From an optimization exercise on the open Yosys and OpenROAD flow, aimed at small area, a short achievable clock period and few clock cycles per item; shortcuts taken in it are not production practice.
Function was checked by simulation only, so behaviour that the tests miss may differ from the original.
No activity file was given, so power comes from the tool's default toggle rates.

run A:
// gkl_flit_rx
module gkl_flit_rx (
  input  wire        clk,
  input  wire        rst,
  input  wire        in_valid,
  output wire        in_ready,
  input  wire [63:0] in_data,
  input  wire        in_mode_p,
  output wire        out_valid,
  input  wire        out_ready,
  output wire [63:0] out_data,
  output wire        out_last,
  output wire        st_crc_ok,
  output wire [1:0]  st_corr,
  output wire [1:0]  st_unc,
  output wire [7:0]  st_pos0,
  output wire [7:0]  st_pos1
);
Size in the first run: about 2500 flip-flops.
export LEC_CHECK = 0
export CAP_MARGIN = 20
export CORE_MARGIN = 2
export CORE_UTILIZATION = 60
export CTS_BUF_LIST = sky130_fd_sc_hd__clkbuf_8
export CTS_CLUSTER_DIAMETER = 60
export CTS_CLUSTER_SIZE = 20
export PLACE_DENSITY_LB_ADDON = 0.1
export SLEW_MARGIN = 20
create_clock -name core_clock -period 11.0 [get_ports {clk}]
standard.sh (not shown) runs the stock make flow with config.mk's settings and CLKGATE_MAP_FILE= SYNTH_SCRIPT=/design/flow/synth_recipe.tcl, a recipe that flattens the netlist after the stock synthesis.
==> flow/flow/run.sh <==
#!/bin/bash
# Standard ORFS layout (the standard.sh), with repair_timing aimed at a
# tighter setup target than the 11 ns clock (the SDC itself is unchanged).
set -euo pipefail
bash standard.sh SETUP_SLACK_MARGIN=7.6 "BUFFER_PORTS_ARGS=-buffer_cell sky130_fd_sc_hd__buf_1" finish > flow_make.log 2>&1
Run A finished end to end and its layout was clean on timing, DRC and antenna.
Testbench counts of run A, summed over its fixed seeds: cycles 16,656, flits 512.
Here is what was changed in the inputs of run B compared with run A.
- swapping 20 for 30 in CTS_CLUSTER_SIZE
- putting TNS_END_PERCENT at 0 where nothing was set
- clearing CTS_BUF_LIST, which used to be sky130_fd_sc_hd__clkbuf_8
- swapping 60 for 80 in CTS_CLUSTER_DIAMETER
==> flow/flow/run.sh <==
#!/bin/bash
# Standard ORFS layout (the standard.sh), with repair_timing aimed at a
# tighter setup target than the 11 ns clock (the SDC itself is unchanged).
set -euo pipefail
bash standard.sh SETUP_SLACK_MARGIN=7.8 "BUFFER_PORTS_ARGS=-buffer_cell sky130_fd_sc_hd__buf_1" finish > flow_make.log 2>&1
--- outcome ---
Run B closes out successfully: all stages finished, all timing, DRC and antenna checks passed. Fraction of layout cells with a size suffix above 1: run B < run A. Pre-CTS setup slack ended up 0.15 ns lower on run B than on run A. Going from run A to run B, layout overhead on the synthesized area moved down; area after synthesis saw little to no change; power +0.38%; sequential share of layout area moved up; fmax shows an increase of about 2.8%. When the final numbers for run A and run B were put side by side, the sequential fraction of design power turned out to be greater in run A. On routed wire length, run A loses to run B.


gkl_flit_rx again, from the RTL that the note above started with.
export LEC_CHECK = 0
export CAP_MARGIN = 20
export CORE_MARGIN = 2
export CORE_UTILIZATION = 60
export CTS_CLUSTER_DIAMETER = 80
export CTS_CLUSTER_SIZE = 30
export PLACE_DENSITY_LB_ADDON = 0.1
export SLEW_MARGIN = 20
export TNS_END_PERCENT = 0
create_clock -name core_clock -period 11.0 [get_ports {clk}]
==> flow/flow/run.sh <==
#!/bin/bash
# Standard ORFS layout (the standard.sh), with repair_timing aimed at a
# tighter setup target than the 11 ns clock (the SDC itself is unchanged).
set -euo pipefail
bash standard.sh SETUP_SLACK_MARGIN=7.6 "BUFFER_PORTS_ARGS=-buffer_cell sky130_fd_sc_hd__buf_1" finish > flow_make.log 2>&1
The first run finished with timing, DRC and antenna clean.
Testbench counts at the start, summed over its fixed seeds: cycles 16,656, flits 512.
Change:
==> flow/flow/run.sh (replaced) <==
#!/bin/bash
# Standard ORFS layout (the standard.sh), with repair_timing aimed at a
# tighter setup target than the 11 ns clock (the SDC itself is unchanged).
set -euo pipefail
bash standard.sh SETUP_SLACK_MARGIN=8.0 "BUFFER_PORTS_ARGS=-buffer_cell sky130_fd_sc_hd__buf_1" finish > flow_make.log 2>&1
--- a/flow/config.mk
+++ b/flow/config.mk
@@ -13,3 +13,2 @@
 export PLACE_DENSITY_LB_ADDON = 0.1
 export SLEW_MARGIN = 20
-export TNS_END_PERCENT = 0
Result:
- area after synthesis stays the same
- wire length goes up by about 7%
- sequential cell count stays the same
- register-to-register slack improved by 0.66 ns
- global-route usage goes up by 1.2 points
- non-clock buffer count goes up by 273
- setup slack improved by 0.078 ns
- power goes up by about 4%
Change:
==> flow/flow/run.sh (replaced) <==
#!/bin/bash
# Standard ORFS layout (the standard.sh), with repair_timing aimed at a
# tighter setup target than the 11 ns clock (the SDC itself is unchanged), and
# the smallest buffer (buf_1) on every input and output port, and the I/O pins
# kept to the right and top edges (so the output register sits near its pins).
# make's output goes to flow_make.log; ORFS keeps each step's log under orfs/logs.
set -euo pipefail
bash standard.sh SETUP_SLACK_MARGIN=7.6 "BUFFER_PORTS_ARGS=-buffer_cell sky130_fd_sc_hd__buf_1" "PLACE_PINS_ARGS=-exclude left:* -exclude bottom:*" finish > flow_make.log 2>&1
--- a/flow/config.mk
+++ b/flow/config.mk
@@ -13,2 +13,3 @@
 export PLACE_DENSITY_LB_ADDON = 0.1
 export SLEW_MARGIN = 20
+export TNS_END_PERCENT = 0
Global-route usage fell by 1.5 points.
Routed wire length shrinks by 7.2%.
First-iteration DRC count stays flat.
Change:
==> flow/flow/run.sh (replaced) <==
#!/bin/bash
# Standard ORFS layout (the standard.sh), with repair_timing aimed at a
# tighter setup target than the 11 ns clock (the SDC itself is unchanged).
set -euo pipefail
bash standard.sh SETUP_SLACK_MARGIN=7.6 "BUFFER_PORTS_ARGS=-buffer_cell sky130_fd_sc_hd__buf_1" finish > flow_make.log 2>&1
--- a/flow/config.mk
+++ b/flow/config.mk
@@ -13,3 +13,2 @@
 export PLACE_DENSITY_LB_ADDON = 0.1
 export SLEW_MARGIN = 20
-export TNS_END_PERCENT = 0
Hold slack loses 0.016 ns; global-route usage rises by 0.77 points; cell area grows by 2.5%; utilization came out higher by 1.6 points; non-clock buffer count rises by 54; synthesized area stays the same; flip-flop and latch count stays the same; power rises by 1.4%; setup slack is worse by 0.074 ns.
Change:
==> flow/flow/run.sh (replaced) <==
#!/bin/bash
# Standard ORFS layout (the standard.sh), with repair_timing aimed at a
# tighter setup target than the 11 ns clock (the SDC itself is unchanged).
set -euo pipefail
bash standard.sh SETUP_SLACK_MARGIN=7.3 "BUFFER_PORTS_ARGS=-buffer_cell sky130_fd_sc_hd__buf_1" finish > flow_make.log 2>&1
The changed run completed with no timing, DRC or antenna violations.
Die area stays the same.
Routed wire length goes up slightly.
Setup slack got worse by 0.068 ns.
Synthesized cell count stays the same.
Global-route usage goes up by 0.39 points.
Core utilization goes down by 1.5 points.
Clock skew goes up by 0.015 ns.
Critical path depth goes up by 7.
Sequential share of layout area goes up by 1.6 points.
Change:
==> flow/flow/run.sh (replaced) <==
#!/bin/bash
# Standard ORFS layout (the standard.sh), with repair_timing aimed at a
# tighter setup target than the 11 ns clock (the SDC itself is unchanged), and
# the smallest buffer (buf_1) on every input and output port. make's output goes
# to flow_make.log; ORFS keeps each step's log under orfs/logs.
set -euo pipefail
bash standard.sh SETUP_SLACK_MARGIN=7.6 "BUFFER_PORTS_ARGS=-buffer_cell sky130_fd_sc_hd__buf_1" "PLACE_PINS_ARGS=-exclude left:* -exclude bottom:* -exclude top:*" finish > flow_make.log 2>&1
The new run went through all stages and came out clean.
Die area does not change.
Flip-flop and latch count is unchanged.
Power went up by 1.1%.
Sequential power hardly moves.
Cell area came out higher by 2.0%.
Global-route usage is higher by 0.81 points.
Clock-buffer cell count falls by 13.
Utilization rises by 1.3 points.
Register-to-register slack gains 0.32 ns.
Worst setup slack improves by 0.26 ns.

separate check: timing with driven ports:
The results above use ideal ports. As a check the final layouts listed here were re-extracted and re-timed, cells and wires unchanged.
Step 1, drivers: a clkbuf_16 drives clk and a buf_2 each remaining input, both assumed.
Step 2, shift: input delay + t, output delay - t, t = (earliest + latest rising clock arrival at the registers) / 2. This alone moves slack from input paths to output paths.
Slacks: no drivers / after step 1 / after step 2; pairs: no drivers / after step 1.
run	shift t [ns]	setup WS [ns]	hold WS [ns]	worst setup path after step 2	worst slew at a driven data input, ns
run A	0.926	7.134 / 7.064 / 6.711	0.299 / 0.299 / 0.299	input to register	0.16
run B	0.797	7.240 / 7.164 / 6.546	0.294 / 0.294 / 0.294	input to register	0.12
the first run of note 2	0.797	7.240 / 7.164 / 6.546	0.294 / 0.294 / 0.294	input to register	0.12
the second run of note 2	0.793	7.319 / 7.243 / 6.985	0.311 / 0.311 / 0.311	input to register	0.10
the third run of note 2	0.795	7.373 / 7.271 / 6.476	0.317 / 0.317 / 0.317	input to register	0.20
the fourth run of note 2	0.787	7.300 / 7.229 / 6.856	0.300 / 0.300 / 0.300	input to register	0.15
the fifth run of note 2	0.782	7.231 / 7.212 / 6.570	0.303 / 0.303 / 0.303	input to register	0.15
the sixth run of note 2	0.799	7.487 / 7.411 / 6.839	0.309 / 0.309 / 0.309	input to register	0.06
After both steps setup and hold are still met in every run listed. The setup slack of the third run of note 2, which loses most, moves by -0.102 ns with the drivers and by -0.897 ns with both steps.
